What follows belongs to an exercise in optimizing a design on an open flow for small area and a short achievable clock period; a production flow would make more cautious choices. RTL that was checked went through simulation tests only; none was proved equivalent to the original. The RTL of run 1 was laid out without a check of its function. No activity file was given, so power comes from the tool's default toggle rates.

===== design/flow/config.mk =====
export PLATFORM = sky130hd
export DESIGN_NAME = mosaic_coder
export DESIGN_NICKNAME = mosaic_coder
export VERILOG_FILES = /design/flow/design.v
export SDC_FILE = /design/flow/constraint.sdc
export NUM_CORES = 4
export LEC_CHECK = 0
export ABC_AREA = 1
export CAP_MARGIN = 20
export CORE_MARGIN = 2
export CORE_UTILIZATION = 40
export SLEW_MARGIN = 70

===== design/flow/constraint.sdc =====
create_clock -name core_clock -period 20.0 [get_ports {clk}]
set_input_delay 4.0000 -clock core_clock [delete_from_list [all_inputs] [get_ports {clk}]]
set_output_delay 4.0000 -clock core_clock [all_outputs]
set_load 0.01 [all_outputs]

===== design/flow/design.v =====
module mc_static_code (
    input  wire [1:0]  q,
    input  wire [4:0]  k,
    output reg  [29:0] tcode
);
  always @* begin
    case ({q, k})
      {2'd0, 5'd0}: tcode = 30'h00000000;
      {2'd0, 5'd1}: tcode = 30'h00000000;
      {2'd0, 5'd2}: tcode = 30'h00000006;
      {2'd0, 5'd3}: tcode = 30'h0000001C;
      {2'd0, 5'd4}: tcode = 30'h00000078;
      {2'd0, 5'd5}: tcode = 30'h000001F0;
      {2'd0, 5'd6}: tcode = 30'h000007E0;
      {2'd0, 5'd7}: tcode = 30'h00001FC0;
      {2'd0, 5'd8}: tcode = 30'h00007F80;
      {2'd0, 5'd9}: tcode = 30'h0001FF00;
      {2'd0, 5'd10}: tcode = 30'h0007FE00;
      {2'd0, 5'd11}: tcode = 30'h001FFC00;
      {2'd0, 5'd12}: tcode = 30'h007FF800;
      {2'd0, 5'd13}: tcode = 30'h01FFF000;
      {2'd0, 5'd14}: tcode = 30'h07FFE000;
      {2'd0, 5'd15}: tcode = 30'h1FFFC000;
      {2'd0, 5'd16}: tcode = 30'h3FFF0000;
      {2'd1, 5'd0}: tcode = 30'h00000006;
      {2'd1, 5'd1}: tcode = 30'h00000001;
      {2'd1, 5'd2}: tcode = 30'h00000000;
      {2'd1, 5'd3}: tcode = 30'h0000000C;
      {2'd1, 5'd4}: tcode = 30'h00000078;
      {2'd1, 5'd5}: tcode = 30'h000001F0;
      {2'd1, 5'd6}: tcode = 30'h000007E0;
      {2'd1, 5'd7}: tcode = 30'h00001FC0;
      {2'd1, 5'd8}: tcode = 30'h00007F80;
      {2'd1, 5'd9}: tcode = 30'h0001FF00;
      {2'd1, 5'd10}: tcode = 30'h0007FE00;
      {2'd1, 5'd11}: tcode = 30'h001FFC00;
      {2'd1, 5'd12}: tcode = 30'h007FF800;
      {2'd1, 5'd13}: tcode = 30'h01FFF000;
      {2'd1, 5'd14}: tcode = 30'h07FFE000;
      {2'd1, 5'd15}: tcode = 30'h1FFFC000;
      {2'd1, 5'd16}: tcode = 30'h3FFF0000;
      {2'd2, 5'd0}: tcode = 30'h0000001E;
      {2'd2, 5'd1}: tcode = 30'h00000005;
      {2'd2, 5'd2}: tcode = 30'h00000008;
      {2'd2, 5'd3}: tcode = 30'h00000004;
      {2'd2, 5'd4}: tcode = 30'h00000000;
      {2'd2, 5'd5}: tcode = 30'h00000070;
      {2'd2, 5'd6}: tcode = 30'h000001E0;
      {2'd2, 5'd7}: tcode = 30'h00000FC0;
      {2'd2, 5'd8}: tcode = 30'h00003F80;
      {2'd2, 5'd9}: tcode = 30'h0000FF00;
      {2'd2, 5'd10}: tcode = 30'h0003FE00;
      {2'd2, 5'd11}: tcode = 30'h000FFC00;
      {2'd2, 5'd12}: tcode = 30'h003FF800;
      {2'd2, 5'd13}: tcode = 30'h00FFF000;
      {2'd2, 5'd14}: tcode = 30'h03FFE000;
      {2'd2, 5'd15}: tcode = 30'h0FFFC000;
      {2'd2, 5'd16}: tcode = 30'h1FFF0000;
      {2'd3, 5'd0}: tcode = 30'h0000007C;
      {2'd3, 5'd1}: tcode = 30'h0000003D;
      {2'd3, 5'd2}: tcode = 30'h0000003A;
      {2'd3, 5'd3}: tcode = 30'h00000034;
      {2'd3, 5'd4}: tcode = 30'h00000028;
      {2'd3, 5'd5}: tcode = 30'h00000010;
      {2'd3, 5'd6}: tcode = 30'h00000000;
      {2'd3, 5'd7}: tcode = 30'h00000100;
      {2'd3, 5'd8}: tcode = 30'h00000600;
      {2'd3, 5'd9}: tcode = 30'h00001C00;
      {2'd3, 5'd10}: tcode = 30'h00007800;
      {2'd3, 5'd11}: tcode = 30'h0001F000;
      {2'd3, 5'd12}: tcode = 30'h0003F800;
      {2'd3, 5'd13}: tcode = 30'h000FF000;
      {2'd3, 5'd14}: tcode = 30'h003FE000;
      {2'd3, 5'd15}: tcode = 30'h00FFC000;
      {2'd3, 5'd16}: tcode = 30'h01FF0000;
      default: tcode = 30'd0;
    endcase
  end
endmodule
module mc_residue (
    input  wire [15:0] diff,
    input  wire [8:0]  dsel,
    input  wire [14:0] umask,
    output wire [15:0] m,
    output reg  [4:0]  k
);
  wire        sign = |(dsel & diff[15:7]);                  
  wire [14:0] u    = (diff[14:0] ^ {15{sign}}) & umask;     
  integer i;
  assign m = {u, sign};
  always @* begin
    k = 5'd0;
    for (i = 0; i < 16; i = i + 1)
      if (m[i]) k = i[4:0] + 5'd1;
  end
endmodule
module mc_cost (
    input  wire [1:0]  q,
    input  wire [4:0]  k,
    output reg  [4:0]  cost
);
  always @* begin
    case ({q, k})
      {2'd0, 5'd0}: cost = 5'd2;
      {2'd0, 5'd1}: cost = 5'd2;
      {2'd0, 5'd2}: cost = 5'd3;
      {2'd0, 5'd3}: cost = 5'd5;
      {2'd0, 5'd4}: cost = 5'd7;
      {2'd0, 5'd5}: cost = 5'd9;
      {2'd0, 5'd6}: cost = 5'd11;
      {2'd0, 5'd7}: cost = 5'd13;
      {2'd0, 5'd8}: cost = 5'd15;
      {2'd0, 5'd9}: cost = 5'd17;
      {2'd0, 5'd10}: cost = 5'd19;
      {2'd0, 5'd11}: cost = 5'd21;
      {2'd0, 5'd12}: cost = 5'd23;
      {2'd0, 5'd13}: cost = 5'd25;
      {2'd0, 5'd14}: cost = 5'd27;
      {2'd0, 5'd15}: cost = 5'd29;
      {2'd0, 5'd16}: cost = 5'd30;
      {2'd1, 5'd0}: cost = 5'd3;
      {2'd1, 5'd1}: cost = 5'd2;
      {2'd1, 5'd2}: cost = 5'd3;
      {2'd1, 5'd3}: cost = 5'd4;
      {2'd1, 5'd4}: cost = 5'd7;
      {2'd1, 5'd5}: cost = 5'd9;
      {2'd1, 5'd6}: cost = 5'd11;
      {2'd1, 5'd7}: cost = 5'd13;
      {2'd1, 5'd8}: cost = 5'd15;
      {2'd1, 5'd9}: cost = 5'd17;
      {2'd1, 5'd10}: cost = 5'd19;
      {2'd1, 5'd11}: cost = 5'd21;
      {2'd1, 5'd12}: cost = 5'd23;
      {2'd1, 5'd13}: cost = 5'd25;
      {2'd1, 5'd14}: cost = 5'd27;
      {2'd1, 5'd15}: cost = 5'd29;
      {2'd1, 5'd16}: cost = 5'd30;
      {2'd2, 5'd0}: cost = 5'd5;
      {2'd2, 5'd1}: cost = 5'd3;
      {2'd2, 5'd2}: cost = 5'd4;
      {2'd2, 5'd3}: cost = 5'd4;
      {2'd2, 5'd4}: cost = 5'd5;
      {2'd2, 5'd5}: cost = 5'd7;
      {2'd2, 5'd6}: cost = 5'd9;
      {2'd2, 5'd7}: cost = 5'd12;
      {2'd2, 5'd8}: cost = 5'd14;
      {2'd2, 5'd9}: cost = 5'd16;
      {2'd2, 5'd10}: cost = 5'd18;
      {2'd2, 5'd11}: cost = 5'd20;
      {2'd2, 5'd12}: cost = 5'd22;
      {2'd2, 5'd13}: cost = 5'd24;
      {2'd2, 5'd14}: cost = 5'd26;
      {2'd2, 5'd15}: cost = 5'd28;
      {2'd2, 5'd16}: cost = 5'd29;
      {2'd3, 5'd0}: cost = 5'd7;
      {2'd3, 5'd1}: cost = 5'd6;
      {2'd3, 5'd2}: cost = 5'd6;
      {2'd3, 5'd3}: cost = 5'd6;
      {2'd3, 5'd4}: cost = 5'd6;
      {2'd3, 5'd5}: cost = 5'd6;
      {2'd3, 5'd6}: cost = 5'd7;
      {2'd3, 5'd7}: cost = 5'd9;
      {2'd3, 5'd8}: cost = 5'd11;
      {2'd3, 5'd9}: cost = 5'd13;
      {2'd3, 5'd10}: cost = 5'd15;
      {2'd3, 5'd11}: cost = 5'd17;
      {2'd3, 5'd12}: cost = 5'd18;
      {2'd3, 5'd13}: cost = 5'd20;
      {2'd3, 5'd14}: cost = 5'd22;
      {2'd3, 5'd15}: cost = 5'd24;
      {2'd3, 5'd16}: cost = 5'd25;
      default: cost = 5'd0;
    endcase
  end
endmodule
module mosaic_coder (
    input  wire        clk,
    input  wire        rst,           
    input  wire        in_valid,
    input  wire        in_first,      
    input  wire        in_last,       
    input  wire [3:0]  in_depth,      
    input  wire [2:0]  in_pred,       
    input  wire [4:0]  in_avail,      
    input  wire        in_ef_colour,  
    input  wire [15:0] in_x,
    input  wire [15:0] in_a,
    input  wire [15:0] in_b,
    input  wire [15:0] in_c,
    input  wire [15:0] in_e,
    input  wire [15:0] in_f,
    output reg         out_valid,
    output reg  [29:0] out_code,      
    output reg  [4:0]  out_len,
    output reg         blk_valid,
    output reg  [2:0]  blk_pred,
    output reg  [22:0] blk_bits
);
  genvar g;
  integer p, j;
  wire [8:0]  dsel0;                                       
  generate
    for (g = 0; g < 9; g = g + 1) begin : g_dsel
      assign dsel0[g] = (in_depth == g);
    end
  endgenerate
  wire [15:0] mid0 = {dsel0, 7'd0};                        
  wire        a_av = in_avail[0];
  wire        b_av = in_avail[1];
  wire        c_av = in_avail[2];
  wire        none = !a_av && !b_av;
  wire [15:0] a0 = none ? mid0 : a_av ? in_a : in_b;
  wire [15:0] b0 = none ? mid0 : b_av ? in_b : in_a;
  wire [15:0] c0 = none ? mid0 : c_av ? in_c : b0;
  reg         v1, first1, last1, use_ef1;
  reg  [8:0]  dsel;
  reg  [2:0]  pred1;
  reg  [15:0] x1, a1, b1, c1, e1, f1;
  always @(posedge clk) begin
    v1      <= in_valid && !rst;
    first1  <= in_first;
    last1   <= in_last;
    dsel    <= dsel0;
    pred1   <= in_pred;
    use_ef1 <= in_avail[3] && in_avail[4] && in_ef_colour;
    x1      <= in_x;
    a1      <= a0;
    b1      <= b0;
    c1      <= c0;
    e1      <= in_e;
    f1      <= in_f;
  end
  wire [14:0] umask;                               
  generate
    for (g = 0; g < 15; g = g + 1) begin : g_umask
      if (g <= 6) begin : g_lo
        assign umask[g] = 1'b1;
      end else begin : g_hi
        assign umask[g] = |dsel[8:g-6];
      end
    end
  endgenerate
  wire [15:0] mid = {dsel, 7'd0};
  wire [16:0] d_ac   = {1'b0, a1} - {1'b0, c1};
  wire [16:0] d_bc   = {1'b0, b1} - {1'b0, c1};
  wire [17:0] v_ab   = {2'b0, a1} - {2'b0, b1};                      
  wire [17:0] u_abc  = {2'b0, a1} + {2'b0, b1} - {1'b0, c1, 1'b0};   
  wire        a_lt_c = d_ac[16];
  wire        b_lt_c = d_bc[16];
  wire        a_lt_b = v_ab[17];
  wire [17:0] w_ctx  = (a_lt_c == b_lt_c) ? u_abc : v_ab;
  wire        w_neg  = w_ctx[17];
  wire [16:0] nw     = w_ctx[16:0] ^ {17{w_neg}};                    
  wire [10:0] s_ge;                                
  generate
    for (g = 0; g < 11; g = g + 1) begin : g_sge
      if (g == 0) begin : g0
        assign s_ge[g] = (|nw) | w_neg;
      end else begin : gj
        assign s_ge[g] = (|nw[16:g]) | (w_neg & (&nw[g-1:0]));
      end
    end
  endgenerate
  wire ge1 = |(dsel & {s_ge[6], s_ge[5], s_ge[4], s_ge[3], s_ge[2], s_ge[1],
                       s_ge[0], s_ge[0], s_ge[0]});
  wire ge2 = |(dsel & {s_ge[8], s_ge[7], s_ge[6], s_ge[5], s_ge[4], s_ge[3],
                       s_ge[2], s_ge[1], s_ge[1]});
  wire ge3 = |(dsel & s_ge[10:2]);
  wire [1:0] q = ge3 ? 2'd3 : ge2 ? 2'd2 : ge1 ? 2'd1 : 2'd0;
  wire [16:0] av_t = {x1, 1'b1} + {1'b1, ~a1} + {1'b1, ~b1} + {16'd0, ~(a1[0] ^ b1[0])};
  wire [16:0] ef_t = {x1, 1'b1} + {1'b1, ~e1} + {1'b1, ~f1} + {16'd0, ~(e1[0] ^ f1[0])};
  wire [15:0] diff [0:5];
  assign diff[0] = x1 ^ mid;
  assign diff[1] = x1 - a1;
  assign diff[2] = x1 - b1;
  assign diff[3] = x1 - a1 - b1 + c1;
  assign diff[4] = av_t[16:1];
  assign diff[5] = ef_t[16:1];
  wire [15:0] m_u    [0:5];
  wire [4:0]  k_u    [0:5];
  wire [4:0]  cost_u [0:5];
  generate
    for (g = 0; g < 6; g = g + 1) begin : g_res
      mc_residue u_res (.diff(diff[g]), .dsel(dsel), .umask(umask),
                        .m(m_u[g]), .k(k_u[g]));
      mc_cost u_cost (.q(q), .k(k_u[g]), .cost(cost_u[g]));
    end
  endgenerate
  wire [2:0] med_u = (a_lt_c && b_lt_c)   ? (a_lt_b ? 3'd1 : 3'd2) :
                     (!a_lt_c && !b_lt_c) ? (a_lt_b ? 3'd2 : 3'd1) : 3'd3;
  wire [2:0] p5_u  = use_ef1 ? 3'd5 : med_u;
  reg  [4:0] cost3, cost5;
  always @* begin
    case (med_u)
      3'd1:    cost3 = cost_u[1];
      3'd2:    cost3 = cost_u[2];
      default: cost3 = cost_u[3];
    endcase
    cost5 = use_ef1 ? cost_u[5] : cost3;
  end
  reg  [2:0]  sel_u;
  reg  [15:0] sel_m;
  reg  [4:0]  sel_k;
  reg  [4:0]  sel_cost;
  always @* begin
    case (pred1)
      3'd0:    sel_u = 3'd0;
      3'd1:    sel_u = 3'd1;
      3'd2:    sel_u = 3'd2;
      3'd3:    sel_u = med_u;
      3'd4:    sel_u = 3'd4;
      default: sel_u = p5_u;
    endcase
    case (sel_u)
      3'd0:    begin sel_m = m_u[0]; sel_k = k_u[0]; sel_cost = cost_u[0]; end
      3'd1:    begin sel_m = m_u[1]; sel_k = k_u[1]; sel_cost = cost_u[1]; end
      3'd2:    begin sel_m = m_u[2]; sel_k = k_u[2]; sel_cost = cost_u[2]; end
      3'd3:    begin sel_m = m_u[3]; sel_k = k_u[3]; sel_cost = cost_u[3]; end
      3'd4:    begin sel_m = m_u[4]; sel_k = k_u[4]; sel_cost = cost_u[4]; end
      default: begin sel_m = m_u[5]; sel_k = k_u[5]; sel_cost = cost_u[5]; end
    endcase
  end
  wire [29:0] tcode;
  mc_static_code u_code (.q(q), .k(sel_k), .tcode(tcode));
  reg         v2, first2, last2;
  reg  [4:0]  cost2 [0:5];
  always @(posedge clk) begin
    out_valid <= v1 && !rst;
    out_code  <= tcode ^ {14'd0, sel_m};
    out_len   <= sel_cost;
    v2        <= v1 && !rst;
    first2    <= first1;
    last2     <= last1;
    cost2[0]  <= cost_u[0];
    cost2[1]  <= cost_u[1];
    cost2[2]  <= cost_u[2];
    cost2[3]  <= cost3;
    cost2[4]  <= cost_u[4];
    cost2[5]  <= cost5;
  end
  reg  [22:0] acc [0:5];
  reg         tot_v;             
  reg  [22:0] acc_q  [0:5];
  reg  [5:0]  acc_lo [0:5];
  reg  [22:0] acc_nx [0:5];
  reg         cy;
  always @* begin
    for (p = 0; p < 6; p = p + 1) begin
      acc_q[p]  = (first2 && v2) ? 23'd0 : acc[p];
      acc_lo[p] = {1'b0, acc_q[p][4:0]} + {1'b0, v2 ? cost2[p] : 5'd0};
      acc_nx[p][4:0] = acc_lo[p][4:0];
      cy = acc_lo[p][5];
      for (j = 5; j < 23; j = j + 1) begin
        acc_nx[p][j] = acc_q[p][j] ^ cy;
        cy = cy & acc_q[p][j];
      end
    end
  end
  wire lt01 = acc_nx[1] < acc_nx[0];
  wire lt23 = acc_nx[3] < acc_nx[2];
  wire lt45 = acc_nx[5] < acc_nx[4];
  reg  w01, w23, w45;
  always @(posedge clk) begin
    for (p = 0; p < 6; p = p + 1)
      acc[p] <= acc_nx[p];
    w01   <= lt01;
    w23   <= lt23;
    w45   <= lt45;
    tot_v <= v2 && last2 && !rst;
  end
  wire [22:0] v01 = w01 ? acc[1] : acc[0];
  wire [22:0] v23 = w23 ? acc[3] : acc[2];
  wire [22:0] v45 = w45 ? acc[5] : acc[4];
  wire        c_a = v23 < v01;
  wire        c_b = v45 < v01;
  wire        c_c = v45 < v23;
  wire        s45 = c_b && c_c;
  wire        s23 = !s45 && c_a;
  wire [22:0] vbest = s45 ? v45 : s23 ? v23 : v01;
  wire [2:0]  ibest = s45 ? {2'b10, w45} : s23 ? {2'b01, w23} : {2'b00, w01};
  always @(posedge clk) begin
    blk_valid <= tot_v && !rst;
    blk_pred  <= ibest;
    blk_bits  <= vbest;
  end
endmodule

===== design/flow/flow/run.sh =====
#!/bin/bash
# Layout flow: the standard ORFS flow (standard.sh) with two changes in
# how the layout is made:
#  - synthesis maps adders as plain logic for abc (no half/full adder cells,
#    yosys's default Brent-Kung carry network instead of Kogge-Stone);
#  - ports are buffered with sky130_fd_sc_hd__buf_2 cells.
# Every tool's output goes to standard.log in this folder.
set -euo pipefail
export ADDER_MAP_FILE=
export SYNTH_OPERATIONS_ARGS=-booth
export BUFFER_PORTS_ARGS="-buffer_cell sky130_fd_sc_hd__buf_2"
bash standard.sh > standard.log 2>&1

===== design/flow/standard.sh =====
#!/bin/bash
# synth_recipe.tcl (not shown) runs the flow's synth.tcl, then flattens the netlist and writes it again
# the make line also repeats each setting of config.mk as NAME=value (left out here)
make -C /OpenROAD-flow-scripts/flow DESIGN_CONFIG=/design/flow/config.mk WORK_HOME=/design/flow/orfs CLKGATE_MAP_FILE= SYNTH_SCRIPT=/design/flow/synth_recipe.tcl "${@:-finish}"

==> results of run 1 <==
## sequential cells by signal, summed over array words and instances (netlist names), 23 cells and up
| signal | cells |
|---|---|
| acc | 138 |
| blk_bits | 23 |
| out_code | 30 |
| cost2 | 30 |
## logic make-up after synthesis
| group | synth area share, % |
|---|---|
| AND/OR/NAND/NOR | 41.5 |
| adder cells (fa/ha/maj) | 0.136 |
| AO/OA/AOI/OAI | 15.8 |
| XOR/XNOR | 5.91 |
| flip-flops | 23.8 |
| buffers and inverters | 12.7 |
| multiplexers | 0.0341 |
## synthesized netlist by cell type (20+ instances only)
cell type / instances / area share [%]
a21oi_1: 108 / 1.8
a31oi_1: 20 / 0.43
and2_1: 20 / 0.43
buf_2: 22 / 0.38
clkbuf_1: 65 / 0.83
dfxtp_1: 349 / 24
inv_1: 792 / 10
inv_2: 43 / 0.55
nand2_1: 1586 / 20
nand2_2: 75 / 1.6
nand3_1: 337 / 5.7
nand3_2: 20 / 0.68
nand3b_1: 21 / 0.54
nand4_1: 59 / 1.3
nor2_1: 568 / 7.3
nor3_1: 35 / 0.60
o211ai_1: 44 / 1.1
o21ai_0: 365 / 6.2
o21ai_1: 45 / 0.77
o22ai_1: 71 / 1.5
or2_2: 26 / 0.55
xnor2_1: 59 / 1.8
xor2_1: 126 / 3.8
## metrics by stage
step	hold slack [ps]	instance area, um^2
final	329	32900
after global routing	355	32900
after CTS	325	32800
after detailed placement	315	31400
after global placement	311	31100
after floorplan	310	29400
## cell type report
type | instances | share of cell area, %
Inverter | 843 | 9.64
Clock inverter | 14 | 0.676
Multi-Input combinational cell | 3824 | 57.5
Sequential cell | 349 | 21.2
Timing Repair Buffer | 214 | 3.64
Clock buffer | 60 | 3.67
Tap cell | 959 | 3.64
## report_power, final
part | switching (W) | internal, W | total, W
logic | 0.00196 | 0.000901 | 0.00286
clock network | 0.000331 | 0.000464 | 0.000795
registers | 0.0000960 | 0.000877 | 0.000973
## placed cells by master, fill, tap and decap left out, types with 42 or more instances in the layout
cell type,synthesis,layout
inv_2,43,48
o21ai_1,45,90
dfxtp_1,349,341
a21oi_1,108,105
o22ai_1,71,71
nand2_2,75,74
inv_1,792,785
o21ai_0,365,309
nand4_1,59,59
xor2_1,126,123
buf_2,22,179
clkbuf_16,0,42
nand2_1,1586,1583
xnor2_1,59,57
nand3_1,337,337
o211ai_1,44,44
nor2_1,568,566
## how the worst min path moves through the flow
stage	slack [ps]	cells past startpoint	to	from
3_5_place_dp	320	0	last2$_DFF_P_	last1$_DFF_P_
4_1_cts	330	0	last2$_DFF_P_	last1$_DFF_P_
2_1_floorplan	310	0	first2$_DFF_P_	first1$_DFF_P_
6_report	330	0	last2$_DFF_P_	last1$_DFF_P_
3_3_place_gp	310	0	last2$_DFF_P_	last1$_DFF_P_
5_1_grt	350	0	last2$_DFF_P_	last1$_DFF_P_
## layer usage
layer	GRT usage, %	wire length [um]
met1	34.7	45300
met2	45.7	47200
met3	3.71	6630
met4	11.7	4730
met5	0	0
## worst register-to-register path: cells and delay by family, from the launching register on
kind                      cells  cell delay (ps)
and+or+nand+nor              23             3730
AOI/OAI and AO/OA             6              840
xor gates and xnor gates      2              680
DFF                           1              530
buffers and inverters         4              510
==> notes.md, run 1 <==
overall die height = 275 um
hpwl dp = 83.7 mm
Global Route Usage Sum = 27.2%
Initial DRC Count = 2590
ant diodes = 0
relative slew slack = 67.6%
residual DRC count = 0
average wire per standard cell = 16.6 um
Yosys warning count = 14
CTS Buf Count = 42
RSZ-0062 raised after global routing = no
largest fanout on the critical path = 18
Hold Violations, Final = 0
CTS Hold Bufs = 0
TritonRoute pass-1 iters = 6
Yosys reg bits = 349
fillcell total = 7826
Worst Setup SP = x1[0]$_DFF_P_
Leak = 17.5 nW
Initial Util = 40.3%
later-pin clock latency in the skew report = 610 ps
number of global-route vias before repair = 29735
TritonCTS Sinks = 349
RePlAce Congestion = 0.966
H-tree depth = 2
CTS tree = done
final WL = 104 mm
Worst Path Buf+Inv = 4
min Tclk post-route = 6380 ps
Site Rows = 99
status = timing/DRC/antenna clean
Max stage delay on crit path = 530 ps
largest net degree at the start of global routing = 66
number of synthesized flops with an enable pin = 0
WP depth = 35
Worst R2R End = out_code[0]$_DFF_P_
Mapped Cells = 5133
critical path's slowest cell = dfxtp_1
multi-input logic area = 18900 um^2
fmax = 0.157 GHz
Final Setup Violations = 0
via count = 32255
Max clock buf depth = 3
first-pass GRT wire length = 162 mm
Worst R2R Setup Slack = 13620 ps
Clock transition at path regs = 60 ps
Setup WS post-layout = 13620 ps
pre-CTS setup slack = 13870 ps
GR Overflow Total = 0
skew final = 17.5 ps
setup_tns = 0 ps
Mapped Area = 29400 um^2
initial antenna violation count = 0
via/cell ratio = 5.15
final period utilization = 31.9%
Post-CTS Setup Bufs = 0
Die X = 275 um
placeable core area = 72800 um^2
Least-Margin Pin Slew = 481 ps
Setup crit end kind = register
nets@finish = 5388
Gates resized, CTS repair = 0
root buffer cell = clkbuf_16
Final Util = 45.2%
Critical R2R Launch = x1[0]$_DFF_P_
Non-Filler Instances = 6263
Data arrival, critical path = 6880 ps
Synth Flop Type = dfxtp_1
P&R area growth vs syn = 12.2%
dpl cells = 6186
Seq/Total Area, Yosys = 23.8%
CP endpoint = out_code[0]$_DFF_P_
post-synth net total = 5247
HP Class = reg -> reg
number of library cell types mapped by synthesis = 81
Max-Cap Viols = 0
ratio of cells with drive above 1 in the final layout = 11.0%
IO Count = 177
Final ANT Viol Nets = 0
total power = 0.00463 W
Die Area = 75600 um^2
R2R depth = 35
asr flop ratio synth = 0%
CP required = 20490 ps
Power per Cell Area = 141 nW/um^2
average size of a mapped cell = 5.72 um^2
Setup CP Type = reg -> reg
number of I/O port buffers = 176
CP Launch Type = register
fin. max-slew vios = 0
CP dominant cell by count = nand2_1
register area = 7000 um^2
Worst VDD drop = 0.176 mV
largest delay contributor family on the critical path = simple AND/OR/NAND/NOR gates
==> run 2: changes to the inputs <==
--- a/design/flow/design.v
+++ b/design/flow/design.v
@@ -83,9 +83,13 @@
     input  wire [14:0] umask,
-    output wire [15:0] m,
-    output reg  [4:0]  k
+    output wire [15:0] m
 );
   wire        sign = |(dsel & diff[15:7]);                  
-  wire [14:0] u    = (diff[14:0] ^ {15{sign}}) & umask;     
-  integer i;
+  wire [14:0] u    = (diff[14:0] ^ {15{sign}}) & umask;
   assign m = {u, sign};
+endmodule
+module mc_class (
+    input  wire [15:0] m,
+    output reg  [4:0]  k
+);
+  integer i;
   always @* begin
@@ -243,28 +247,2 @@
   wire [15:0] mid = {dsel, 7'd0};
-  wire [16:0] d_ac   = {1'b0, a1} - {1'b0, c1};
-  wire [16:0] d_bc   = {1'b0, b1} - {1'b0, c1};
-  wire [17:0] v_ab   = {2'b0, a1} - {2'b0, b1};                      
-  wire [17:0] u_abc  = {2'b0, a1} + {2'b0, b1} - {1'b0, c1, 1'b0};   
-  wire        a_lt_c = d_ac[16];
-  wire        b_lt_c = d_bc[16];
-  wire        a_lt_b = v_ab[17];
-  wire [17:0] w_ctx  = (a_lt_c == b_lt_c) ? u_abc : v_ab;
-  wire        w_neg  = w_ctx[17];
-  wire [16:0] nw     = w_ctx[16:0] ^ {17{w_neg}};                    
-  wire [10:0] s_ge;                                
-  generate
-    for (g = 0; g < 11; g = g + 1) begin : g_sge
-      if (g == 0) begin : g0
-        assign s_ge[g] = (|nw) | w_neg;
-      end else begin : gj
-        assign s_ge[g] = (|nw[16:g]) | (w_neg & (&nw[g-1:0]));
-      end
-    end
-  endgenerate
-  wire ge1 = |(dsel & {s_ge[6], s_ge[5], s_ge[4], s_ge[3], s_ge[2], s_ge[1],
-                       s_ge[0], s_ge[0], s_ge[0]});
-  wire ge2 = |(dsel & {s_ge[8], s_ge[7], s_ge[6], s_ge[5], s_ge[4], s_ge[3],
-                       s_ge[2], s_ge[1], s_ge[1]});
-  wire ge3 = |(dsel & s_ge[10:2]);
-  wire [1:0] q = ge3 ? 2'd3 : ge2 ? 2'd2 : ge1 ? 2'd1 : 2'd0;
   wire [16:0] av_t = {x1, 1'b1} + {1'b1, ~a1} + {1'b1, ~b1} + {16'd0, ~(a1[0] ^ b1[0])};
@@ -278,23 +256,70 @@
   assign diff[5] = ef_t[16:1];
-  wire [15:0] m_u    [0:5];
-  wire [4:0]  k_u    [0:5];
-  wire [4:0]  cost_u [0:5];
+  wire [15:0] m_u [0:5];
   generate
     for (g = 0; g < 6; g = g + 1) begin : g_res
-      mc_residue u_res (.diff(diff[g]), .dsel(dsel), .umask(umask),
-                        .m(m_u[g]), .k(k_u[g]));
-      mc_cost u_cost (.q(q), .k(k_u[g]), .cost(cost_u[g]));
+      mc_residue u_res (.diff(diff[g]), .dsel(dsel), .umask(umask), .m(m_u[g]));
+    end
+  endgenerate
+  wire        a_lt_c = a1 < c1;
+  wire        b_lt_c = b1 < c1;
+  wire [17:0] v_ab   = {2'b0, a1} - {2'b0, b1};                      
+  wire [17:0] u_abc  = {2'b0, a1} + {2'b0, b1} - {1'b0, c1, 1'b0};   
+  wire        a_lt_b = v_ab[17];
+  wire [1:0]  med_u  = (a_lt_c && b_lt_c)   ? (a_lt_b ? 2'd1 : 2'd2) :
+                       (!a_lt_c && !b_lt_c) ? (a_lt_b ? 2'd2 : 2'd1) : 2'd3;
+  function [2:0] ctx_ge;            
+    input [17:0] w;
+    input [8:0]  ds;
+    reg          neg;
+    reg   [16:0] nw;
+    reg   [10:0] ge;                
+    integer      i;
+    begin
+      neg = w[17];
+      nw  = w[16:0] ^ {17{neg}};    
+      ge[0] = (|nw) | neg;
+      for (i = 1; i < 11; i = i + 1)
+        ge[i] = (|(nw >> i)) | (neg & ((nw & ((17'd1 << i) - 17'd1)) == ((17'd1 << i) - 17'd1)));
+      ctx_ge[0] = |(ds & {ge[6], ge[5], ge[4], ge[3], ge[2], ge[1], ge[0], ge[0], ge[0]});
+      ctx_ge[1] = |(ds & {ge[8], ge[7], ge[6], ge[5], ge[4], ge[3], ge[2], ge[1], ge[1]});
+      ctx_ge[2] = |(ds & ge[10:2]);
+    end
+  endfunction
+  wire [2:0] ge_u = ctx_ge(u_abc, dsel);
+  wire [2:0] ge_v = ctx_ge(v_ab, dsel);
+  wire [2:0] ge   = (a_lt_c == b_lt_c) ? ge_u : ge_v;
+  wire [1:0] q    = ge[2] ? 2'd3 : ge[1] ? 2'd2 : ge[0] ? 2'd1 : 2'd0;
+  reg         v2, first2, last2, use_ef2;
+  reg  [2:0]  pred2;
+  reg  [1:0]  q2, med2;
+  reg  [15:0] m2 [0:5];
+  always @(posedge clk) begin
+    v2      <= v1 && !rst;
+    first2  <= first1;
+    last2   <= last1;
+    use_ef2 <= use_ef1;
+    pred2   <= pred1;
+    q2      <= q;
+    med2    <= med_u;
+    for (p = 0; p < 6; p = p + 1)
+      m2[p] <= m_u[p];
+  end
+  wire [4:0] k_u    [0:5];
+  wire [4:0] cost_u [0:5];
+  generate
+    for (g = 0; g < 6; g = g + 1) begin : g_cost
+      mc_class u_cls (.m(m2[g]), .k(k_u[g]));
+      mc_cost u_cost (.q(q2), .k(k_u[g]), .cost(cost_u[g]));
     end
   endgenerate
-  wire [2:0] med_u = (a_lt_c && b_lt_c)   ? (a_lt_b ? 3'd1 : 3'd2) :
-                     (!a_lt_c && !b_lt_c) ? (a_lt_b ? 3'd2 : 3'd1) : 3'd3;
-  wire [2:0] p5_u  = use_ef1 ? 3'd5 : med_u;
+  wire [2:0] med_sel = {1'b0, med2};
+  wire [2:0] p5_sel  = use_ef2 ? 3'd5 : med_sel;
   reg  [4:0] cost3, cost5;
   always @* begin
-    case (med_u)
-      3'd1:    cost3 = cost_u[1];
-      3'd2:    cost3 = cost_u[2];
+    case (med2)
+      2'd1:    cost3 = cost_u[1];
+      2'd2:    cost3 = cost_u[2];
       default: cost3 = cost_u[3];
     endcase
-    cost5 = use_ef1 ? cost_u[5] : cost3;
+    cost5 = use_ef2 ? cost_u[5] : cost3;
   end
@@ -305,3 +330,3 @@
   always @* begin
-    case (pred1)
+    case (pred2)
       3'd0:    sel_u = 3'd0;
@@ -309,13 +334,13 @@
       3'd2:    sel_u = 3'd2;
-      3'd3:    sel_u = med_u;
+      3'd3:    sel_u = med_sel;
       3'd4:    sel_u = 3'd4;
-      default: sel_u = p5_u;
+      default: sel_u = p5_sel;
     endcase
     case (sel_u)
-      3'd0:    begin sel_m = m_u[0]; sel_k = k_u[0]; sel_cost = cost_u[0]; end
-      3'd1:    begin sel_m = m_u[1]; sel_k = k_u[1]; sel_cost = cost_u[1]; end
-      3'd2:    begin sel_m = m_u[2]; sel_k = k_u[2]; sel_cost = cost_u[2]; end
-      3'd3:    begin sel_m = m_u[3]; sel_k = k_u[3]; sel_cost = cost_u[3]; end
-      3'd4:    begin sel_m = m_u[4]; sel_k = k_u[4]; sel_cost = cost_u[4]; end
-      default: begin sel_m = m_u[5]; sel_k = k_u[5]; sel_cost = cost_u[5]; end
+      3'd0:    begin sel_m = m2[0]; sel_k = k_u[0]; sel_cost = cost_u[0]; end
+      3'd1:    begin sel_m = m2[1]; sel_k = k_u[1]; sel_cost = cost_u[1]; end
+      3'd2:    begin sel_m = m2[2]; sel_k = k_u[2]; sel_cost = cost_u[2]; end
+      3'd3:    begin sel_m = m2[3]; sel_k = k_u[3]; sel_cost = cost_u[3]; end
+      3'd4:    begin sel_m = m2[4]; sel_k = k_u[4]; sel_cost = cost_u[4]; end
+      default: begin sel_m = m2[5]; sel_k = k_u[5]; sel_cost = cost_u[5]; end
     endcase
@@ -323,35 +348,32 @@
   wire [29:0] tcode;
-  mc_static_code u_code (.q(q), .k(sel_k), .tcode(tcode));
-  reg         v2, first2, last2;
-  reg  [4:0]  cost2 [0:5];
+  mc_static_code u_code (.q(q2), .k(sel_k), .tcode(tcode));
+  reg         v3, first3, last3;
+  reg  [4:0]  cost3r [0:5];
   always @(posedge clk) begin
-    out_valid <= v1 && !rst;
+    out_valid <= v2 && !rst;
     out_code  <= tcode ^ {14'd0, sel_m};
     out_len   <= sel_cost;
-    v2        <= v1 && !rst;
-    first2    <= first1;
-    last2     <= last1;
-    cost2[0]  <= cost_u[0];
-    cost2[1]  <= cost_u[1];
-    cost2[2]  <= cost_u[2];
-    cost2[3]  <= cost3;
-    cost2[4]  <= cost_u[4];
-    cost2[5]  <= cost5;
+    v3        <= v2 && !rst;
+    first3    <= first2 && v2;
+    last3     <= last2;
+    cost3r[0] <= v2 ? cost_u[0] : 5'd0;
+    cost3r[1] <= v2 ? cost_u[1] : 5'd0;
+    cost3r[2] <= v2 ? cost_u[2] : 5'd0;
+    cost3r[3] <= v2 ? cost3     : 5'd0;
+    cost3r[4] <= v2 ? cost_u[4] : 5'd0;
+    cost3r[5] <= v2 ? cost5     : 5'd0;
   end
   reg  [22:0] acc [0:5];
-  reg         tot_v;             
-  reg  [22:0] acc_q  [0:5];
   reg  [5:0]  acc_lo [0:5];
+  reg  [23:5] acc_pa [0:5];
   reg  [22:0] acc_nx [0:5];
-  reg         cy;
   always @* begin
     for (p = 0; p < 6; p = p + 1) begin
-      acc_q[p]  = (first2 && v2) ? 23'd0 : acc[p];
-      acc_lo[p] = {1'b0, acc_q[p][4:0]} + {1'b0, v2 ? cost2[p] : 5'd0};
+      acc_lo[p] = {1'b0, first3 ? 5'd0 : acc[p][4:0]} + {1'b0, cost3r[p]};
+      acc_pa[p][5] = 1'b1;
+      for (j = 5; j < 23; j = j + 1)
+        acc_pa[p][j+1] = acc_pa[p][j] & acc[p][j];
       acc_nx[p][4:0] = acc_lo[p][4:0];
-      cy = acc_lo[p][5];
-      for (j = 5; j < 23; j = j + 1) begin
-        acc_nx[p][j] = acc_q[p][j] ^ cy;
-        cy = cy & acc_q[p][j];
-      end
+      for (j = 5; j < 23; j = j + 1)
+        acc_nx[p][j] = !first3 && (acc[p][j] ^ (acc_lo[p][5] & acc_pa[p][j]));
     end
@@ -361,3 +383,3 @@
   wire lt45 = acc_nx[5] < acc_nx[4];
-  reg  w01, w23, w45;
+  reg  w01, w23, w45, tot_v;
   always @(posedge clk) begin
@@ -368,3 +390,3 @@
     w45   <= lt45;
-    tot_v <= v2 && last2 && !rst;
+    tot_v <= v3 && last3 && !rst;
   end
==> run 2 against run 1 <==
Effect of this change:
- via count rose by 7.4%
- setup slack improved by 1300 ps
- design area rose by 12%
- first-iteration DRC count fell by 0.89%
- sequential power rose by 31%
- register-to-register slack improved by 2000 ps
- hold slack got worse by 4.0 ps
- clock skew rose by 20 ps
- sequential share of layout area rose by 3.5 points
- sequential cell count rose by 107
- critical path type is now reg -> out
==> notes.md, run 2 <==
Setup WS post-layout = 14920 ps (was 13620 ps)
met1 GRT Util = 31.9% (was 34.7%)
hpwl dp = 84.1 mm (was 83.7 mm)
Worst R2R End = q2[0]$_SDFF_PP1_ (was out_code[0]$_DFF_P_)
final WL = 104 mm (about the same)
number of library cell types mapped by synthesis = 85 (was 81)
WHS Path Cells = 0 (unchanged)
largest fanout on the critical path = 1 (was 18)
Gates resized, CTS repair = 0 (unchanged)
busiest grt layer = met2 (unchanged)
Global Route Usage Sum = 23.9% (was 27.2%)
met2 Track Usage GR = 40.6% (was 45.7%)
sequential power share = 24.6% (was 21.0%)
Initial DRC Count = 2567 (was 2590)
RePlAce Congestion = 0.973 (was 0.966)
compound-gate portion of the synthesized area = 13.8% (was 15.8%)
NetSw = 0.00250 W (was 0.00239 W)
Hold Violations, Final = 0 (unchanged)
later-pin clock latency in the skew report = 620 ps (was 610 ps)
R2R depth = 21 (was 35)
TritonRoute pass-1 iters = 7 (was 6)
largest net degree at the start of global routing = 46 (was 66)
relative slew slack = 67.4% (was 67.6%)
CP Launch Type = register (unchanged)
Mapped Cells = 5566 (was 5133)
CTS Hold Bufs = 0 (unchanged)
RSZ-0062 raised after global routing = no (unchanged)
Die Area = 84100 um^2 (was 75600 um^2)
via count = 34655 (was 32255)
critical path's slowest cell = dfxtp_1 (unchanged)
fin. max-slew vios = 0 (unchanged)
Max clock buf depth = 3 (unchanged)
most common cell after layout, fill and taps aside = nand2_1 (unchanged)
post-synth net total = 5680 (was 5247)
Max-Cap Viols = 0 (unchanged)
top cells by area, synth = dfxtp_1, nand2_1, inv_1, nor2_1, nand3_1 (was dfxtp_1, nand2_1, inv_1, nor2_1, o21ai_0)
root buffer cell = clkbuf_16 (unchanged)
Max stage delay on crit path = 330 ps (was 530 ps)
asr flop ratio synth = 0% (unchanged)
internal power = 0.00265 W (was 0.00224 W)
P&R area growth vs syn = 12.8% (was 12.2%)
GR Overflow Total = 0 (unchanged)
biggest area consumer among synthesized cells = dfxtp_1 (unchanged)
Initial Util = 40.5% (was 40.3%)
pre-CTS setup slack = 14320 ps (was 13870 ps)
final period utilization = 25.4% (was 31.9%)
xor and xnor fraction of the mapped netlist area = 4.96% (was 5.91%)
WP depth = 1 (was 35)
Clk network pwr share = 19.7% (was 17.2%)
status = timing/DRC/antenna clean (unchanged)
Worst Path Buf+Inv = 1 (was 4)
Yosys warning count = 16 (was 14)
Leak = 19.4 nW (was 17.5 nW)
ratio of cells with drive above 1 in the final layout = 10.5% (was 11.0%)
switching share of power = 48.5% (was 51.6%)
Die X = 290 um (was 275 um)
Critical R2R Launch = a1[7]$_DFF_P_ (was x1[0]$_DFF_P_)
top flop regs = acc (138), m2 (96) (was acc (138), cost2 (30), out_code (30))
critical-path cell list = buf_2
placeable core area = 80800 um^2 (was 72800 um^2)
Synth Flop Type = dfxtp_1 (unchanged)
Comb pwr share = 55.8% (was 61.8%)
Mapped Area = 32700 um^2 (was 29400 um^2)
largest delay contributor family on the critical path = flip-flops (was simple AND/OR/NAND/NOR gates)
share of the synthesized area in the top cell type = 27.9% (was 23.8%)
skew final = 37.6 ps (was 17.5 ps)
most frequent cells in the layout = nand2_1, inv_1, nor2_1 (unchanged)
combinational family with the most area after synthesis = simple AND/OR/NAND/NOR gates (unchanged)
IO Count = 177 (unchanged)
overall die height = 290 um (was 275 um)
met3 Usage GRT = 2.37% (was 3.71%)
Hold Crit Start = pred1[0]$_DFF_P_ (was last1$_DFF_P_)
post-synthesis mux area share = 0% (was 0.0341%)
TritonCTS Sinks = 456 (was 349)
setup_tns = 0 ps (unchanged)
nets@finish = 5831 (was 5388)
most frequent cell after synthesis = nand2_1 (unchanged)
via/cell ratio = 5.08 (was 5.15)
Setup crit end kind = output pin (was register)
average size of a mapped cell = 5.88 um^2 (was 5.72 um^2)
average wire per standard cell = 15.3 um (was 16.6 um)
Clock transition at path regs = 60 ps (about the same)
Synth Area in Simple Gates = 42.1% (was 41.5%)
min Tclk post-route = 5080 ps (was 6380 ps)
Post-Synth Adder-Cell Area = 0.0918% (was 0.136%)
Post-CTS Setup Bufs = 0 (unchanged)
first-pass GRT wire length = 164 mm (was 162 mm)
hold endpoint = pred2[0]$_DFF_P_ (was last2$_DFF_P_)
number of flip-flops under the largest register name = 138 (unchanged)
Least-Margin Pin Slew = 487 ps (was 481 ps)
ant diodes = 0 (unchanged)
number of I/O port buffers = 176 (unchanged)
CTS tree = done (unchanged)
Final ANT Viol Nets = 0 (unchanged)
H-tree depth = 2 (unchanged)
HP Class = reg -> reg (unchanged)
Yosys reg bits = 456 (was 349)
number of synthesized flops with an enable pin = 0 (unchanged)
Most flops, register = acc (unchanged)
Worst VDD drop = 0.0869 mV (was 0.176 mV)
Synth top cells by count = nand2_1, inv_1, nor2_1 (unchanged)
Site Rows = 104 (was 99)
Seq/Total Area, Yosys = 27.9% (was 23.8%)
Final Setup Violations = 0 (unchanged)
number of global-route vias before repair = 31417 (was 29735)
CP required = 16000 ps (was 20490 ps)
initial antenna violation count = 0 (unchanged)
Power per Cell Area = 140 nW/um^2 (was 141 nW/um^2)
Data arrival, critical path = 1080 ps (was 6880 ps)
fmax = 0.197 GHz (was 0.157 GHz)
Setup CP Type = reg -> out (was reg -> reg)
CTS Buf Count = 52 (was 42)
residual DRC count = 0 (unchanged)
Worst R2R Setup Slack = 15650 ps (was 13620 ps)
run 2: stage by stage:
step	area (um^2)	hold WS (ps)	total power (W)	instances	util, %
floorplan	32700	310	0.00328	5566	-
global placement	34600	311	0.00405	6709	42.8
detailed placement	35000	312	0.00411	6722	43.3
CTS	36800	331	0.00514	6818	45.5
global route	36900	332	0.00560	6819	45.7
finish	36900	325	0.00515	6819	45.7
run 2: worst max-delay path by stage:
stage,from,end,slack (ps)
global placement,in_avail[0],c1[14]$_DFF_P_,14260
finish,blk_bits[18]$_DFF_P_,blk_bits[18],14920
floorplan,in_avail[0],c1[7]$_DFF_P_,15020
global route,in_avail[1],c1[12]$_DFF_P_,14820
detailed placement,in_avail[0],c1[13]$_DFF_P_,14320
CTS,out_len[2]$_DFF_P_,out_len[2],14870
run 2: per-layer routing:
layer  routed length, um  part of all wire, %
met5                   0                    0
met4                2860                  2.7
met3                5370                  5.2
met2               48000                   46
met1               48000                   46
run 2: power groups by stage:
stage / registers [W] / logic (W) / clock network [W]
floorplan: 0.00126 / 0.00202 / 0
detailed placement: 0.00128 / 0.00282 / 0
finish: 0.00127 / 0.00287 / 0.00101
global placement: 0.00128 / 0.00277 / 0
global route: 0.00129 / 0.00323 / 0.00108
CTS: 0.00126 / 0.00283 / 0.00104
run 2: layout make-up:
cell class                 instances  area (um^2)
tap                             1060         1330
fill                            8531        43900
timing repair buffer             211         1230
inverter                         829         3130
clock buffer                      70         1490
sequential                       456         9140
clock inverter                    26          338
multi-input combinational       4167        20300
run 2: cells by family after synthesis:
group                    Yosys count
AND/OR/NAND/NOR                 3234
buffers and inverters            943
XOR/XNOR                         169
AO/OA/AOI/OAI                    761
flip-flops                       456
adder cells (fa/ha/maj)            3
==> run 3: changes to the inputs <==
--- a/design/flow/design.v
+++ b/design/flow/design.v
@@ -204,9 +204,2 @@
   integer p, j;
-  wire [8:0]  dsel0;                                       
-  generate
-    for (g = 0; g < 9; g = g + 1) begin : g_dsel
-      assign dsel0[g] = (in_depth == g);
-    end
-  endgenerate
-  wire [15:0] mid0 = {dsel0, 7'd0};                        
   wire        a_av = in_avail[0];
@@ -215,9 +208,7 @@
   wire        none = !a_av && !b_av;
-  wire [15:0] a0 = none ? mid0 : a_av ? in_a : in_b;
-  wire [15:0] b0 = none ? mid0 : b_av ? in_b : in_a;
-  wire [15:0] c0 = none ? mid0 : c_av ? in_c : b0;
   reg         v1, first1, last1, use_ef1;
-  reg  [8:0]  dsel;
+  reg         none1, a_of_a1, b_of_b1, c_of_c1;
+  reg  [3:0]  depth1;
   reg  [2:0]  pred1;
-  reg  [15:0] x1, a1, b1, c1, e1, f1;
+  reg  [15:0] x1, ai1, bi1, ci1, e1, f1;
   always @(posedge clk) begin
@@ -226,9 +217,13 @@
     last1   <= in_last;
-    dsel    <= dsel0;
+    depth1  <= in_depth;
     pred1   <= in_pred;
     use_ef1 <= in_avail[3] && in_avail[4] && in_ef_colour;
+    none1   <= none;
+    a_of_a1 <= a_av;                     
+    b_of_b1 <= b_av;                     
+    c_of_c1 <= c_av;                     
     x1      <= in_x;
-    a1      <= a0;
-    b1      <= b0;
-    c1      <= c0;
+    ai1     <= in_a;
+    bi1     <= in_b;
+    ci1     <= in_c;
     e1      <= in_e;
@@ -236,2 +231,8 @@
   end
+  wire [8:0]  dsel;                                        
+  generate
+    for (g = 0; g < 9; g = g + 1) begin : g_dsel
+      assign dsel[g] = (depth1 == g);
+    end
+  endgenerate
   wire [14:0] umask;                               
@@ -246,3 +247,6 @@
   endgenerate
-  wire [15:0] mid = {dsel, 7'd0};
+  wire [15:0] mid = {dsel, 7'd0};                         
+  wire [15:0] a1 = none1 ? mid : a_of_a1 ? ai1 : bi1;
+  wire [15:0] b1 = none1 ? mid : b_of_b1 ? bi1 : ai1;
+  wire [15:0] c1 = none1 ? mid : c_of_c1 ? ci1 : b1;
   wire [16:0] av_t = {x1, 1'b1} + {1'b1, ~a1} + {1'b1, ~b1} + {16'd0, ~(a1[0] ^ b1[0])};
--- a/design/flow/config.mk
+++ b/design/flow/config.mk
@@ -10,3 +10,5 @@
 export CORE_MARGIN = 2
-export CORE_UTILIZATION = 40
-export SLEW_MARGIN = 70
+export CORE_UTILIZATION = 60
+export CTS_CLUSTER_DIAMETER = 70
+export CTS_CLUSTER_SIZE = 35
+export SLEW_MARGIN = 65
==> run 3 against run 2 <==
Effect of this change:
- still clean on timing, DRC and antenna
- count of clock-buffer cells in the layout down 40
- core utilization is 20 points higher
- via count grew 0.79%
- maximum frequency is 0.76% lower
- register-to-register slack lost 500 ps
- first-iteration DRC count grew 16%
- hold slack improved by 10 ps
- critical endpoint is now out_valid
- largest cell class unchanged
==> notes.md, run 3 <==
fmax = 0.195 GHz (was 0.197 GHz)
Yosys warning count = 16 (unchanged)
cell area after layout = 35500 um^2 (was 36900 um^2)
final WL = 98.2 mm (was 104 mm)
HP Class = reg -> reg (unchanged)
status = timing/DRC/antenna clean (unchanged)
Post-CTS Setup Bufs = 0 (unchanged)
Data arrival, critical path = 1120 ps (was 1080 ps)
Gates resized, CTS repair = 0 (unchanged)
R2R depth = 30 (was 21)
WHS Path Cells = 0 (unchanged)
Setup crit end kind = output pin (unchanged)
most frequent cells in the layout = nand2_1, inv_1, nor2_1 (unchanged)
Initial DRC Count = 2989 (was 2567)
average size of a mapped cell = 5.91 um^2 (was 5.88 um^2)
Max-Cap Viols = 0 (unchanged)
post-placement cell area = 34200 um^2 (was 35000 um^2)
later-pin clock latency in the skew report = 650 ps (was 620 ps)
CP Launch Type = register (unchanged)
Leak = 19.0 nW (was 19.4 nW)
Initial Util = 60.7% (was 40.5%)
number of global-route vias before repair = 31388 (was 31417)
Synth Flop Type = dfxtp_1 (unchanged)
Site Rows = 85 (was 104)
hold slack = 335 ps (was 325 ps)
Setup WS post-layout = 14880 ps (was 14920 ps)
nets@finish = 5769 (was 5831)
Final Setup Violations = 0 (unchanged)
Most flops, register = acc (unchanged)
IO Count = 177 (unchanged)
via/cell ratio = 5.48 (was 5.08)
final period utilization = 25.6% (was 25.4%)
Mapped Cells = 5524 (was 5566)
Global Route Usage Sum = 33.9% (was 23.9%)
Least-Margin Pin Slew = 525 ps (was 487 ps)
pre-CTS setup slack = 15330 ps (was 14320 ps)
setup_tns = 0 ps (unchanged)
average wire per standard cell = 15.4 um (was 15.3 um)
Max stage delay on crit path = 350 ps (was 330 ps)
Power per Cell Area = 136 nW/um^2 (was 140 nW/um^2)
ant diodes = 0 (unchanged)
TritonRoute pass-1 iters = 8 (was 7)
Worst VDD drop = 0.110 mV (was 0.0869 mV)
Worst Path Buf+Inv = 1 (unchanged)
skew final = 29.6 ps (was 37.6 ps)
CTS Hold Bufs = 0 (unchanged)
critical path's slowest cell = dfxtp_1 (unchanged)
number of library cell types mapped by synthesis = 76 (was 85)
post-synth net total = 5638 (was 5680)
fin. max-slew vios = 0 (unchanged)
Hold Violations, Final = 0 (unchanged)
RePlAce Congestion = 1.04 (was 0.973)
largest fanout on the critical path = 2 (was 1)
ratio of cells with drive above 1 in the final layout = 9.09% (was 10.5%)
most frequent cell after synthesis = nand2_1 (unchanged)
number of I/O port buffers = 176 (unchanged)
Die Area = 56300 um^2 (was 84100 um^2)
share of the synthesized area in the top cell type = 27.9% (about the same)
Yosys reg bits = 455 (was 456)
top cells by area, synth = dfxtp_1, nand2_1, inv_1, nor2_1, nand3_1 (unchanged)
TritonCTS Sinks = 455 (was 456)
top flop regs = acc (138), m2 (96) (unchanged)
Mapped Area = 32700 um^2 (about the same)
dpl cells = 6316 (was 6722)
hpwl dp = 78.1 mm (was 84.1 mm)
H-tree depth = 1 (was 2)
WP depth = 1 (unchanged)
Synth top cells by count = nand2_1, inv_1, nor2_1 (unchanged)
RSZ-0062 raised after global routing = no (unchanged)
Clock transition at path regs = 100 ps (was 60 ps)
CTS Buf Count = 30 (was 52)
first-pass GRT wire length = 156 mm (was 164 mm)
CP required = 16000 ps (about the same)
GR Overflow Total = 0 (unchanged)
Seq/Total Area, Yosys = 27.9% (about the same)
P&R area growth vs syn = 8.61% (was 12.8%)
placeable core area = 53800 um^2 (was 80800 um^2)
Final ANT Viol Nets = 0 (unchanged)
number of synthesized flops with an enable pin = 0 (unchanged)
largest net degree at the start of global routing = 83 (was 46)
initial antenna violation count = 0 (unchanged)
relative slew slack = 64.6% (was 67.4%)
root buffer cell = clkbuf_16 (unchanged)
biggest area consumer among synthesized cells = dfxtp_1 (unchanged)
asr flop ratio synth = 0% (unchanged)
most common cell after layout, fill and taps aside = nand2_1 (unchanged)
Non-Filler Instances = 6374 (was 6819)
number of flip-flops under the largest register name = 138 (unchanged)
Max clock buf depth = 3 (unchanged)
Die X = 237 um (was 290 um)
residual DRC count = 0 (unchanged)
via count = 34930 (was 34655)
critical-path cell list = buf_2 (unchanged)
Setup CP Type = reg -> out (unchanged)
largest delay contributor family on the critical path = flip-flops (unchanged)
overall die height = 237 um (was 290 um)
min Tclk post-route = 5120 ps (was 5080 ps)
CTS tree = done (unchanged)
[run 3: routing by layer]
metal	part of all wire, %	GRT usage, %
met1	42	42.8
met4	5.1	15.5
met2	46	58.3
met3	6.3	3.60
met5	0	0
[run 3: cells by family (layout without fill, tap and decap cells)]
family	Yosys count	count (layout)	share of synthesized area, %
AOI/OAI and AO/OA	769	769	14.1
xor gates and xnor gates	176	176	4.97
adders and majority gates	4	4	0.123
buffers and inverters	1009	1163	12.1
DFF	455	455	27.9
and+or+nand+nor	3111	3111	40.8
[run 3: power breakdown]
part	switching (W)	internal, W	total, W
logic	0.00194	0.000915	0.00285
registers	0.000114	0.00112	0.00123
clock network	0.000419	0.000321	0.000740
total	0.00247	0.00236	0.00483
[run 3: cell type report]
type	instances	area, um^2
tap	696	871
sequential	455	9110
fill	5296	18300
timing repair buffer	199	1100
multi-input combinational	4060	19800
inverter	909	3420
clock buffer	30	751
clock inverter	25	468
[run 3: path summary, 6_finish.rpt]
check / slack [ps] / startpoint / endpoint
setup / recovery: 14880 / v3$_DFF_P_ / out_valid
hold / removal: 330 / first1$_DFF_P_ / first2$_DFF_P_
setup reg to reg: 15150 / a_of_a1$_DFF_P_ / m2[3][12]$_DFF_P_
hold reg to reg: 330 / first1$_DFF_P_ / first2$_DFF_P_
[run 3: stage by stage]
step | utilization (%) | total power (W)
finish | 65.9 | 0.00483
global route | 65.9 | 0.00525
CTS | 65.8 | 0.00477
detailed placement | 63.5 | 0.00403
global placement | 63.2 | 0.00398
floorplan | - | 0.00330
==> run 4: changes to the inputs <==
--- a/design/flow/config.mk
+++ b/design/flow/config.mk
@@ -11,4 +11,4 @@
 export CORE_UTILIZATION = 60
-export CTS_CLUSTER_DIAMETER = 70
-export CTS_CLUSTER_SIZE = 35
-export SLEW_MARGIN = 65
+export CTS_CLUSTER_DIAMETER = 60
+export CTS_CLUSTER_SIZE = 30
+export SLEW_MARGIN = 70
==> run 4 against run 3 <==
Effect of this change:
- critical path type unchanged
- synthesized area is the same
- register-to-register slack gained 40 ps
- first-iteration DRC count shrank 2.7%
- sequential share of layout area shrank 0.29 points
- global-route usage shrank 0.056 points
- via count grew 0.31%
- combinational power grew 2%
- critical path depth is the same
- cell count grew 0.24%
- synthesized cell count is the same
- clock power grew 13%
- still clean
==> notes.md, run 4 <==
GR Overflow Total = 0 (unchanged)
Synth top cells by count = nand2_1, inv_1, nor2_1 (unchanged)
Hold Crit Start = first1$_DFF_P_ (unchanged)
status = timing/DRC/antenna clean (unchanged)
Seq/Total Area, Yosys = 27.9% (unchanged)
TritonRoute pass-1 iters = 6 (was 8)
average size of a mapped cell = 5.91 um^2 (unchanged)
Die Area = 56300 um^2 (unchanged)
wl on met1 = 41.3 mm (was 41.5 mm)
Yosys reg bits = 455 (unchanged)
fin. max-slew vios = 0 (unchanged)
critical-path cell list = buf_2 (unchanged)
hpwl dp = 78.4 mm (was 78.1 mm)
Die X = 237 um (unchanged)
fmax = 0.198 GHz (was 0.195 GHz)
ant diodes = 0 (unchanged)
IO Count = 177 (unchanged)
CTS tree = done (unchanged)
H-tree depth = 2 (was 1)
Synth Flop Type = dfxtp_1 (unchanged)
Max clock buf depth = 3 (unchanged)
WL met3 = 6.28 mm (was 6.14 mm)
largest fanout on the critical path = 1 (was 2)
via/cell ratio = 5.48 (about the same)
top sig layer = met5 (was met4)
Critical R2R Launch = a_of_a1$_DFF_P_ (unchanged)
P&R area growth vs syn = 9.88% (was 8.61%)
Mapped Area = 32700 um^2 (unchanged)
hold endpoint = first2$_DFF_P_ (unchanged)
later-pin clock latency in the skew report = 590 ps (was 650 ps)
Initial Util = 60.7% (unchanged)
Post-CTS Setup Bufs = 0 (unchanged)
HP Class = reg -> reg (unchanged)
Setup CP Type = reg -> out (unchanged)
root buffer cell = clkbuf_16 (unchanged)
Most flops, register = acc (unchanged)
Final ANT Viol Nets = 0 (unchanged)
Initial DRC Count = 2909 (was 2989)
ratio of cells with drive above 1 in the final layout = 9.66% (was 9.09%)
CP Launch Type = register (unchanged)
most frequent cells in the layout = nand2_1, inv_1, nor2_1 (unchanged)
number of flip-flops under the largest register name = 138 (unchanged)
Clock transition at path regs = 80 ps (was 100 ps)
largest net degree at the start of global routing = 48 (was 83)
largest delay contributor family on the critical path = flip-flops (unchanged)
most frequent cell after synthesis = nand2_1 (unchanged)
CP required = 16000 ps (about the same)
TritonCTS Sinks = 455 (unchanged)
first-pass GRT wire length = 155 mm (was 156 mm)
placeable core area = 53800 um^2 (unchanged)
Gates resized, CTS repair = 0 (unchanged)
Mapped Cells = 5524 (unchanged)
post-synth net total = 5638 (unchanged)
initial antenna violation count = 1 (was 0)
fillcell total = 5137 (was 5296)
top cells by area, synth = dfxtp_1, nand2_1, inv_1, nor2_1, nand3_1 (unchanged)
via count = 35037 (was 34930)
Hold Violations, Final = 0 (unchanged)
CTS Buf Count = 36 (was 30)
number of library cell types mapped by synthesis = 76 (unchanged)
hold slack = 335 ps (about the same)
Data arrival, critical path = 1060 ps (was 1120 ps)
critical path's slowest cell = dfxtp_1 (unchanged)
Worst R2R Setup Slack = 15190 ps (was 15150 ps)
RSZ-0062 raised after global routing = no (unchanged)
Power per Cell Area = 138 nW/um^2 (was 136 nW/um^2)
number of synthesized flops with an enable pin = 0 (unchanged)
number of I/O port buffers = 176 (unchanged)
CTS Hold Bufs = 0 (unchanged)
Max stage delay on crit path = 340 ps (was 350 ps)
WP depth = 1 (unchanged)
Least-Margin Pin Slew = 499 ps (was 525 ps)
Worst Path Buf+Inv = 1 (unchanged)
number of global-route vias before repair = 31263 (was 31388)
nets@finish = 5779 (was 5769)
Setup crit end kind = output pin (unchanged)
Site Rows = 85 (unchanged)
skew final = 29.8 ps (was 29.6 ps)
pre-CTS setup slack = 15310 ps (was 15330 ps)
R2R depth = 30 (unchanged)
wire length on met2 = 45.2 mm (was 45.6 mm)
share of the synthesized area in the top cell type = 27.9% (unchanged)
Leak = 19.2 nW (was 19.0 nW)
relative slew slack = 66.6% (was 64.6%)
RePlAce Congestion = 1.04 (unchanged)
Worst VDD drop = 0.115 mV (was 0.110 mV)
Yosys warning count = 16 (unchanged)
asr flop ratio synth = 0% (unchanged)
Setup WS post-layout = 14940 ps (was 14880 ps)
most common cell after layout, fill and taps aside = nand2_1 (unchanged)
Final Setup Violations = 0 (unchanged)
min Tclk post-route = 5060 ps (was 5120 ps)
top flop regs = acc (138), m2 (96) (unchanged)
final period utilization = 25.3% (was 25.6%)
final WL = 98.2 mm (about the same)
biggest area consumer among synthesized cells = dfxtp_1 (unchanged)
WHS Path Cells = 0 (unchanged)
average wire per standard cell = 15.4 um (about the same)
overall die height = 237 um (unchanged)
residual DRC count = 0 (unchanged)
Worst R2R End = m2[3][12]$_DFF_P_ (unchanged)
Global Route Usage Sum = 33.9% (about the same)
setup_tns = 0 ps (unchanged)
Max-Cap Viols = 0 (unchanged)
run 4: cell counts after synthesis:
No cell type changed its count.
run 4: routing by layer:
layer	up-vias	GRT usage [%]
li1	17892	-
met1	15661	42.5
met2	1195	57.5
met3	287	3.98
met4	2	17.1
met5	-	0
run 4: through the flow:
step	utilization [%]	cells	cell area, um^2	power, W
after floorplan	-	5524	32700	0.00330
after global placement	63.2	6314	34000	0.00398
after detailed placement	63.8	6321	34300	0.00405
after CTS	66.4	6387	35700	0.00489
after global routing	66.7	6389	35900	0.00540
final	66.7	6389	35900	0.00497
run 4: final cells by class:
cell class | instances | area [um^2] | share of cell area, %
Clock buffer | 40 | 978 | 2.73
Tap cell | 696 | 871 | 2.43
Clock inverter | 26 | 442 | 1.23
Inverter | 909 | 3430 | 9.55
Sequential cell | 455 | 9110 | 25.4
Timing Repair Buffer | 203 | 1200 | 3.35
Multi-Input combinational cell | 4060 | 19900 | 55.3
run 4: kinds of logic after synthesis:
logic type	count (synthesis)	synth area share, %
AO/OA/AOI/OAI	769	14.1
XOR/XNOR	176	4.97
adder cells (fa/ha/maj)	4	0.123
buffers and inverters	1009	12.1
flip-flops	455	27.9
AND/OR/NAND/NOR	3111	40.8
run 4: power breakdown:
part	switching, W	internal [W]
Clock	0.000416	0.000417
Sequential	0.000115	0.00112
Combinational	0.00195	0.000952
Total	0.00248	0.00249
run 4: worst max path at each step:
stage | startpoint | to | slack, ps
global route | none1$_DFF_P_ | q2[0]$_SDFF_PP1_ | 14770
CTS | out_code[15]$_DFF_P_ | out_code[15] | 14920
floorplan | v3$_DFF_P_ | out_valid | 15650
detailed placement | a_of_a1$_DFF_P_ | m2[3][12]$_DFF_P_ | 15310
global placement | first3$_DFF_P_ | w23$_DFF_P_ | 14870
finish | out_code[15]$_DFF_P_ | out_code[15] | 14940
==> run 5: changes to the inputs <==
==> design/flow/flow/run.sh (replaced) <==
#!/bin/bash
# Layout flow: the standard ORFS flow (standard.sh) with three changes in
# how the layout is made:
#  - synthesis maps adders as plain logic for abc (no half/full adder cells,
#    yosys's default Brent-Kung carry network instead of Kogge-Stone);
#  - abc maps with a 2.6 ns delay target and recovers area within it
#    (flow/abc_area.script, used for the synthesis step only);
#  - ports are buffered with sky130_fd_sc_hd__buf_2 cells.
# Each step's full output goes to a log file in this folder.
set -euo pipefail
export ADDER_MAP_FILE=
export SYNTH_OPERATIONS_ARGS=-booth
export BUFFER_PORTS_ARGS="-buffer_cell sky130_fd_sc_hd__buf_2"

# Synthesis, with a copy of ORFS's scripts whose abc area script is ours
rm -rf synth_scripts
cp -r "$FLOW_HOME/scripts" synth_scripts
cp flow/abc_area.script synth_scripts/abc_area.script
SCRIPTS_DIR="$PWD/synth_scripts" bash standard.sh synth > synth.log 2>&1

# The rest of the standard flow
bash standard.sh > standard.log 2>&1
==> design/flow/flow/abc_area.script (new file) <==
strash
dch
map -D 2600
topo
stime -c
buffer -c
upsize -c
dnsize -c
==> run 5 against run 4 <==
Effect of this change:
- cell count decreased by 8.0%
- sequential power hardly changed
- setup slack lost 280 ps
- wire length is 3.8% higher
- still clean on timing, DRC and antenna
- clock skew down 8.8 ps
- first-iteration DRC count rose by 17%
- hold slack lost 3.5 ps
- largest power group unchanged
- synthesized cell count down 8.9%
- register-to-register slack got worse by 530 ps
- synthesized area shrank 3.1%
- combinational power up 3%
==> notes.md, run 5 <==
relative slew slack = 67.6% (was 66.6%)
Die X = 234 um (was 237 um)
number of global-route vias before repair = 31215 (was 31263)
share of the synthesized area in the top cell type = 28.8% (was 27.9%)
later-pin clock latency in the skew report = 590 ps (about the same)
via/cell ratio = 5.79 (was 5.48)
number of I/O port buffers = 176 (unchanged)
Clock transition at path regs = 70 ps (was 80 ps)
P&R area growth vs syn = 10.6% (was 9.88%)
TritonRoute pass-1 iters = 8 (was 6)
Post-CTS Setup Bufs = 0 (unchanged)
most frequent cells in the layout = nand2_1, nor2_1, inv_1 (was nand2_1, inv_1, nor2_1)
final period utilization = 26.7% (was 25.3%)
Hold Violations, Final = 0 (unchanged)
number of library cell types mapped by synthesis = 99 (was 76)
Final Util = 66.9% (was 66.7%)
Mapped Area = 31700 um^2 (was 32700 um^2)
Global Route Usage Sum = 36.5% (was 33.9%)
Setup CP Type = reg -> reg (was reg -> out)
Setup crit end kind = register (was output pin)
HP Class = reg -> reg (unchanged)
IO Count = 177 (unchanged)
Power per Cell Area = 143 nW/um^2 (was 138 nW/um^2)
Least-Margin Pin Slew = 486 ps (was 499 ps)
fillcell total = 4947 (was 5137)
number of synthesized flops with an enable pin = 0 (unchanged)
Data arrival, critical path = 5810 ps (was 1060 ps)
Site Rows = 84 (was 85)
post-synth net total = 5147 (was 5638)
fin. max-slew vios = 0 (unchanged)
status = timing/DRC/antenna clean (unchanged)
Max-Cap Viols = 0 (unchanged)
biggest area consumer among synthesized cells = dfxtp_1 (unchanged)
ratio of cells with drive above 1 in the final layout = 11.1% (was 9.66%)
-- run 5: changes by cell type in the layout (fill, tap and decap cells not counted), sizes merged, moves of 19 or more --
cell   previous run  this run
nand2          1728       977
nor3             83       122
inv             915       717
buf             200       221
nor2            683       845
nand4            53        99
and2              2        21
or2              26        52
nand3           479       250
a21oi           170       330
a22oi             4        56
o21ai           321       368
-- run 5: critical path: stages, from the launching register on --
cell and delay, ps:
dfxtp_1 300, buf_4 190, buf_16 180, inv_6 260, o21ai_1 160, nor2_2 330, o21bai_1 160, nand2_1 120
nand2_1 80, o21ai_0 280, nand3_1 170, nand2_2 180, o21a_1 190, o31ai_4 100, nand4_1 100, nand2_2 160
nand3_2 160, nand4_4 260, nand2_4 340, nand2_1 80, nand2_1 140, nand3_1 140, nor3_4 350, nand4_1 210
a22oi_1 220, nand3_1 100, o22ai_1 120, o22ai_1 90
-- run 5: where the power goes --
group	switching (W)	total, W	leakage [nW]	internal, W
clock network	0.000376	0.000772	0.605	0.000396
logic	0.00200	0.00300	12.6	0.000997
registers	0.000121	0.00124	3.78	0.00112
total	0.00250	0.00501	17.0	0.00251
-- run 5: cells by family (layout without fill, tap and decap cells) --
kind of cell             count (synthesis)  after routing
XOR/XNOR                               190            190
buffers and inverters                  842           1000
multiplexers                             7              7
AO/OA/AOI/OAI                         1104           1104
AND/OR/NAND/NOR                       2431           2431
adder cells (fa/ha/maj)                  4              4
flip-flops                             455            455
-- run 5: final cells by class --
| type | count | area share [%] |
|---|---|---|
| clock buffers | 43 | 2.71 |
| repair buffers | 221 | 3.71 |
| inverters | 715 | 7.71 |
| flip-flops and latches | 455 | 26.0 |
| clock inverters | 21 | 0.858 |
| well taps | 688 | 2.46 |
| multi-input cells | 3736 | 56.5 |
-- run 5: path summary, 6_finish.rpt --
kind / from / to / slack, ps / cells past startpoint
setup / recovery: none1$_DFF_P_ / q2[0]$_SDFF_PP1_ / 14660 / 27
hold / removal: first1$_DFF_P_ / first2$_DFF_P_ / 330 / 0
setup reg to reg: none1$_DFF_P_ / q2[0]$_SDFF_PP1_ / 14660 / 27
hold reg to reg: first1$_DFF_P_ / first2$_DFF_P_ / 330 / 0
-- run 5: per-stage QoR --
step           area, um^2  hold slack, ps  std cells
2_1_floorplan       31700             310       5033
3_5_place_dp        33500             313       5812
6_report            35000             332       5879
3_3_place_gp        33000             311       5800
5_1_grt             35000             342       5879
4_1_cts             34700             330       5876
-- run 5: layer usage --
layer  wire, um  up-vias  global-route usage (%)
met2      46600     1490                    61.2
met5          0        -                       0
met4       6820        0                    22.5
li1           -    16958                       -
met3       7160      358                    4.94
met1      41300    15242                    44.3

Re-timed with assumed drivers on the ports (clkbuf_16 on the clock, buf_2 on other inputs), run 5 has 14.663 ns of setup slack against 14.663 ns with ideal ports, and 14.663 ns once port delays also move by the mid clock arrival of 0.647 ns.
